Source: an optimization exercise on an open RTL-to-GDS flow (aim: small area). Production flows keep margins and buffers that such runs may drop.
In this exercise RTL edits were held to simulation tests only and were not proved equivalent to the original.

$ cat flow/run.sh
#!/bin/bash
# synth_recipe.tcl (not shown) runs the flow's synth.tcl, then flattens the netlist and writes it again
# the make line also repeats each setting of config.mk as NAME=value (left out here)
make -C /OpenROAD-flow-scripts/flow DESIGN_CONFIG=/design/flow/config.mk WORK_HOME=/design/flow/orfs CLKGATE_MAP_FILE= SYNTH_SCRIPT=/design/flow/synth_recipe.tcl finish
$ cat flow/config.mk
export PLATFORM = sky130hd
export DESIGN_NAME = m_long_unit
export DESIGN_NICKNAME = m_long_unit
export VERILOG_FILES = /design/flow/design.v
export SDC_FILE = /design/flow/constraint.sdc
export NUM_CORES = 4
export LEC_CHECK = 0
export CAP_MARGIN = 20
export CORE_MARGIN = 2
export CORE_UTILIZATION = 30
export PLACE_DENSITY = 0.4
export SLEW_MARGIN = 20
$ cat flow/constraint.sdc
create_clock -name core_clock -period 16.0 [get_ports {clk}]
set_input_delay 3.2000 -clock core_clock [delete_from_list [all_inputs] [get_ports {clk}]]
set_output_delay 3.2000 -clock core_clock [all_outputs]
set_load 0.01 [all_outputs]
$ cat flow/design.v
module m_long_unit (
    input  wire        clk,
    input  wire        rst,         
    input  wire        issue,
    input  wire [1:0]  op,
    input  wire [63:0] a,
    input  wire [63:0] b,
    input  wire        dvs_we,      
    input  wire [8:0]  dvs_wdata,
    output wire        ready,
    output reg         done,
    output reg  [63:0] qt,
    output reg  [63:0] rm,
    output reg         rd_we,
    output reg  [63:0] rd_data,
    output wire [8:0]  dvs,
    output reg         fault,
    output reg  [1:0]  fault_cause
);
    reg        busy;
    reg        dz, ov, dinv, dcy, dzt;
    reg  [5:0] cnt;                  
    assign dvs   = {dzt, 3'b000, dcy, dinv, ov, dz, busy};
    assign ready = !busy || (cnt == 6'd0);
    wire accept  = issue && ready;
    wire finish  = busy && (cnt == 6'd0);
    wire mtdvs   = dvs_we && ready && !issue;
    wire is_div = !op[1];
    wire sgn    = (op == 2'd1);
    wire        na = sgn && a[63];
    wire        nb = sgn && b[63];
    wire [63:0] n  = na ? (64'd0 - a) : a;
    wire [63:0] d  = nb ? (64'd0 - b) : b;
    reg [6:0] clz_n, clz_d;
    integer i;
    always @* begin
        clz_n = 7'd64;
        for (i = 0; i < 64; i = i + 1)
            if (n[i]) clz_n = 7'd63 - i[6:0];
        clz_d = 7'd64;
        for (i = 0; i < 64; i = i + 1)
            if (d[i]) clz_d = 7'd63 - i[6:0];
    end
    wire signed [7:0] q_raw = $signed({1'b0, clz_d}) - $signed({1'b0, clz_n}) + 8'sd1;
    wire [6:0] q     = q_raw[7] ? 7'd0 : q_raw[6:0];
    wire [4:0] steps = (q + 7'd3) >> 2;      
    wire       bzero = (b == 64'd0);
    reg        dec_bad;
    reg [4:0]  sig_a, sig_b;
    integer j;
    always @* begin
        dec_bad = 1'b0;
        sig_a   = 5'd0;
        sig_b   = 5'd0;
        for (j = 0; j < 16; j = j + 1) begin
            if (a[4*j +: 4] > 4'd9 || b[4*j +: 4] > 4'd9) dec_bad = 1'b1;
            if (a[4*j +: 4] != 4'd0) sig_a = j[4:0] + 5'd1;
            if (b[4*j +: 4] != 4'd0) sig_b = j[4:0] + 5'd1;
        end
    end
    wire [4:0] sig_m = (sig_a > sig_b) ? sig_a : sig_b;
    reg [5:0] lat;
    always @* begin
        if (is_div)
            lat = bzero ? 6'd6 : 6'd6 + {1'b0, steps};
        else
            lat = dec_bad ? 6'd10 : 6'd10 + {sig_m, 1'b0};
    end
    reg        r_div, r_sgn, r_na, r_nb, r_bzero, r_bad, r_sub, r_dzt;
    reg [63:0] r_a, r_b;
    reg [63:0] r_d;
    reg [63:0] nsh;                  
    reg [63:0] rem;
    reg [63:0] quo;
    reg [4:0]  dleft;                
    wire [67:0] rpart = {rem, nsh[63:60]};
    reg  [67:0] mult [1:15];
    reg  [3:0]  digit;
    reg  [67:0] rnext;
    integer k;
    always @* begin
        for (k = 1; k < 16; k = k + 1)
            mult[k] = {4'd0, r_d} * k;
        digit = 4'd0;
        rnext = rpart;
        for (k = 1; k < 16; k = k + 1)
            if (rpart >= mult[k]) begin
                digit = k[3:0];
                rnext = rpart - mult[k];
            end
    end
    reg  [63:0] dec_res;             
    reg         dec_c;               
    reg  [3:0]  dec_left;            
    reg  [7:0]  pair_sum;
    reg         pair_c;
    reg  [4:0]  ds;
    reg  [3:0]  bd;
    integer m;
    always @* begin
        pair_c = dec_c;
        for (m = 0; m < 2; m = m + 1) begin
            bd = r_sub ? (4'd9 - r_b[4*m +: 4]) : r_b[4*m +: 4];
            ds = {1'b0, r_a[4*m +: 4]} + {1'b0, bd} + {4'd0, pair_c};
            if (ds > 5'd9) begin
                ds     = ds - 5'd10;
                pair_c = 1'b1;
            end else begin
                pair_c = 1'b0;
            end
            pair_sum[4*m +: 4] = ds[3:0];
        end
    end
    always @(posedge clk) begin
        if (rst) begin
            busy        <= 1'b0;
            cnt         <= 6'd0;
            dleft       <= 5'd0;
            dec_left    <= 4'd0;
            done        <= 1'b0;
            rd_we       <= 1'b0;
            fault       <= 1'b0;
            fault_cause <= 2'd0;
            qt          <= 64'd0;
            rm          <= 64'd0;
            rd_data     <= 64'd0;
            dz          <= 1'b0;
            ov          <= 1'b0;
            dinv        <= 1'b0;
            dcy         <= 1'b0;
            dzt         <= 1'b0;
        end else begin
            done  <= 1'b0;
            rd_we <= 1'b0;
            fault <= 1'b0;
            if (dleft != 5'd0) begin
                rem   <= rnext[63:0];
                quo   <= {quo[59:0], digit};
                nsh   <= {nsh[59:0], 4'd0};
                dleft <= dleft - 5'd1;
            end
            if (dec_left != 4'd0) begin
                dec_res  <= {pair_sum, dec_res[63:8]};
                dec_c    <= pair_c;
                r_a      <= {8'd0, r_a[63:8]};
                r_b      <= {8'd0, r_b[63:8]};
                dec_left <= dec_left - 4'd1;
            end
            if (busy && cnt != 6'd0)
                cnt <= cnt - 6'd1;
            if (finish) begin
                busy <= 1'b0;
                done <= 1'b1;
                if (r_div) begin
                    if (r_bzero) begin
                        qt <= 64'hFFFF_FFFF_FFFF_FFFF;
                        rm <= r_a;
                        dz <= 1'b1;
                        if (r_dzt) begin
                            fault       <= 1'b1;
                            fault_cause <= 2'd1;
                        end
                    end else begin
                        qt <= (r_na != r_nb) ? (64'd0 - quo) : quo;
                        rm <= r_na ? (64'd0 - rem) : rem;
                        if (r_sgn && r_a == 64'h8000_0000_0000_0000 &&
                            r_b == 64'hFFFF_FFFF_FFFF_FFFF)
                            ov <= 1'b1;
                    end
                end else begin
                    if (r_bad) begin
                        dinv        <= 1'b1;
                        fault       <= 1'b1;
                        fault_cause <= 2'd2;
                    end else begin
                        rd_data <= dec_res;
                        rd_we   <= 1'b1;
                        dcy     <= r_sub ? !dec_c : dec_c;
                    end
                end
            end
            if (mtdvs) begin
                dz   <= dvs_wdata[1];
                ov   <= dvs_wdata[2];
                dinv <= dvs_wdata[3];
                dcy  <= dvs_wdata[4];
                dzt  <= dvs_wdata[8];
            end
            if (accept) begin
                busy    <= 1'b1;
                cnt     <= lat - 6'd1;
                r_div   <= is_div;
                r_sgn   <= sgn;
                r_sub   <= op[0];
                r_na    <= na;
                r_nb    <= nb;
                r_bzero <= bzero;
                r_bad   <= dec_bad;
                r_dzt   <= dzt;
                r_a     <= a;
                r_b     <= b;
                r_d     <= d;
                rem     <= n >> {steps, 2'b00};
                quo     <= 64'd0;
                nsh     <= n << (7'd64 - {steps, 2'b00});
                dleft   <= (is_div && !bzero) ? steps : 5'd0;
                dec_c   <= op[0];
                dec_left <= (!is_div && !dec_bad) ? 4'd8 : 4'd0;
            end
        end
    end
endmodule
==> flow_summary.yaml <==
placement:
  dp_hpwl_mm: 637
  gp_congestion: 1.02
  portBuffers: 342
setup_path:
  path_class: "in -> reg"
  critPathTopFamily: "compound AO/OA/AOI/OAI gates"
  worst_ep_required_time_ns: 16.49
  crit_fanout: 56
  crit_path_top_delay_cell: "a22oi_1"
  path_buf_inv: 4
  cp.arrival_ns: 13.80
  critical_path.max_stage_delay_ns: 0.90
  end_kind: "register"
  path_depth: 33
  r2r_cells: 34
  start_kind: "primary input"
  path_common_cell: "a21oi_1"
timing:
  grt_setup_unrepaired: "false"
  post-route-min-period_ns: 13.31
  fin_skew_ns: 0.0774
  worst_pin_slew_ns: 1.35
  fmax_mhz: 75.1
  hold_viol: 0
  setup-violations-final: 0
  maxSlewViolCount: 0
  fin_tns_setup_ns: 0
  slew_headroom: 0.0943
  post-route-period-util: 0.832
drt:
  via_per_inst: 6.00
  drt_pass1_iterations: 6
  vias: 138000
  drt_wl_total_mm: 759
  drc_errors: 0
  ant_nets: 0
  wl_per_cell_um: 33.1
  drt-initial-drc-count: 14900
job:
  cap_violations: 0
global_routing:
  top_usage_layer: "met2"
  use_met1: 0.454
  grt_pass1_vias: 133000
  grt_use_total: 0.337
  antenna_found_initial: 60
  grt.met3_usage: 0.0450
  grt_overflow: 0
  grt_max_degree: 131
  grt_pass1_wl_mm: 1030
  gr-usage-met2: 0.524
logic_synthesis:
  async_flop_share: 0
  yosysWarnings: 2
  synth_area_mm2: 0.128
  synth_top_area_share: 0.155
  syn_inst: 16900
  synthFlopType: "edfxtp_1"
  synth_cell_types: 106
  synth.largest_area_cell: "ha_1"
  syn_area_per_cell_um2: 7.55
  ys_ff_latch: 675
  ys_seq_area_frac: 0.142
  synth-edff-count: 457
  yosys-top-cells-area: "ha_1 16%, edfxtp_1 11%, a21oi_1 7.0%, xnor2_1 5.9%, nand2_1 5.3%"
clock_tree:
  post_cts_buffers: 0
  clock_latency_ns: 0.74
  cts_made_buffers: 80
  clk_pin_slew_worst_paths_ns: 0.09
  cts_resized: 0
  htree_levels: 3
  clock-root-buffer: "clkbuf_16"
  hold_buffers: 0
  clock_path_buffers: 3
  tritoncts: "yes"
  cts_sinks: 675
die:
  placementRows: 239
  core_area_mm2: 0.424
  die_area_mm2: 0.431
  die-width_um: 656
  initial_core_util: 0.301
  ios: 350
  die_y_um: 656
outcome:
  status: "finished clean"
hold_path:
  hold_depth: 0
  hp-class: "reg -> reg"
layout:
  area_growth_syn_to_layout_pct: 11.9
  layout.nets: 19300
  drive_gt1_frac: 0.0498
[metal layers]
metal / up-vias / share of wire
met3: 992 / 0.072
met2: 5634 / 0.43
li1: 62900 / -
met5: - / 0.00010
met4: 12 / 0.061
met1: 68100 / 0.44
[cells in the final DEF, fill, tap and decap left out, drive strengths merged, types with 182 or more instances in the layout]
cell type / Yosys / routed
clkdlybuf4s50: 0 / 341
a31oi: 222 / 222
o21ai: 1194 / 1194
a21o: 852 / 852
o21bai: 224 / 224
nor3: 307 / 307
fa: 326 / 326
xor2: 664 / 664
a211oi: 245 / 245
a21oi: 1797 / 1797
buf: 60 / 471
xnor2: 867 / 867
edfxtp: 457 / 457
dfxtp: 218 / 218
nor2: 1128 / 1128
nand3: 339 / 339
o21a: 182 / 182
nand4: 223 / 223
inv: 977 / 987
nand2: 1788 / 1788
ha: 1586 / 1586
nand2b: 237 / 237
[metrics by stage]
stage          cells  setup WS [ns]   util  instance area [µm²]  hold WS (ns)
2_1_floorplan  16900           2.06      -               128000         0.426
4_1_cts        22900           2.98  0.337               143000         0.448
3_5_place_dp   22800           2.17  0.330               140000         0.434
5_1_grt        22900           2.14  0.337               143000         0.448
3_3_place_gp   22800           1.97  0.330               140000         0.430
6_report       23000           2.69  0.337               143000         0.444
[registers in the layout, indices dropped and copies added, names as in the netlist, 2 cells and up]
name,flops
dec_left,4
rm,64
cnt,6
r_d,64
fault_cause,2
dleft,5
rd_data,64
rem,64
r_b,64
nsh,64
dec_res,64
qt,64
r_a,64
quo,64
[cell type report]
type / instances / area [µm²]
antenna: 31 / 77.6
clock buffer: 100 / 2140
clock inverter: 49 / 683
fill: 46300 / 281000
inverter: 983 / 3690
multi-input combinational: 14600 / 104000
sequential: 675 / 18100
tap: 5663 / 7090
timing repair buffer: 813 / 7040
[Yosys cell counts (222+ instances only)]
cell,count
nand2b_1,237
clkbuf_1,536
xor2_1,664
a211oi_1,244
nor3_1,302
o21ai_0,1183
fa_1,326
nor2_1,1128
a21o_1,852
a21oi_1,1796
o21bai_1,224
edfxtp_1,457
a31oi_1,222
nand3_1,338
nand2_1,1787
xnor2_1,867
inv_1,976
ha_1,1586
nand4_1,223
[worst paths after layout]
path | to | slack (ns) | start
worst max register to register | rem[24]$_DFFE_PP_ | 2.73 | r_d[1]$_DFFE_PP_
worst min-delay path | dec_res[33]$_DFFE_PP_ | 0.44 | dec_res[41]$_DFFE_PP_
worst min register to register | dec_res[33]$_DFFE_PP_ | 0.44 | dec_res[41]$_DFFE_PP_
worst max-delay path | rem[46]$_DFFE_PP_ | 2.69 | a[0]
[logic make-up after synthesis]
group | share of synthesized area
AOI/OAI and AO/OA | 0.303
and+or+nand+nor | 0.188
adders and majority gates | 0.207
buffers and inverters | 0.0468
xor gates and xnor gates | 0.105
DFF | 0.142
muxes | 0.00818
other | 0.0000294

[afterwards: timing with drivers on the ports]
The results above use ideal ports. As a check the final layout listed here was re-extracted and re-timed, cells and wires unchanged.
Step 1 sets driving cells, clkbuf_16 on the clock port and buf_2 on the other inputs (assumed; they add their load-dependent delay and slew).
Step 2 adds t to the input delays and takes it off the output delays; t is the mean of the earliest and latest rising clock arrival at the registers after step 1. Input paths then give back, and output paths get back, about the clock's delay inside the block.
Three values: ideal, step 1, step 2; two values: the first two.
shift t [ns]: 0.808
setup slack, ns: 2.688 / 2.733 / 1.956
worst setup path at the end: input to register
After both steps this run still meets setup and hold. For this run, drivers alone change the setup slack by +0.045 ns; drivers and shift together by -0.732 ns.
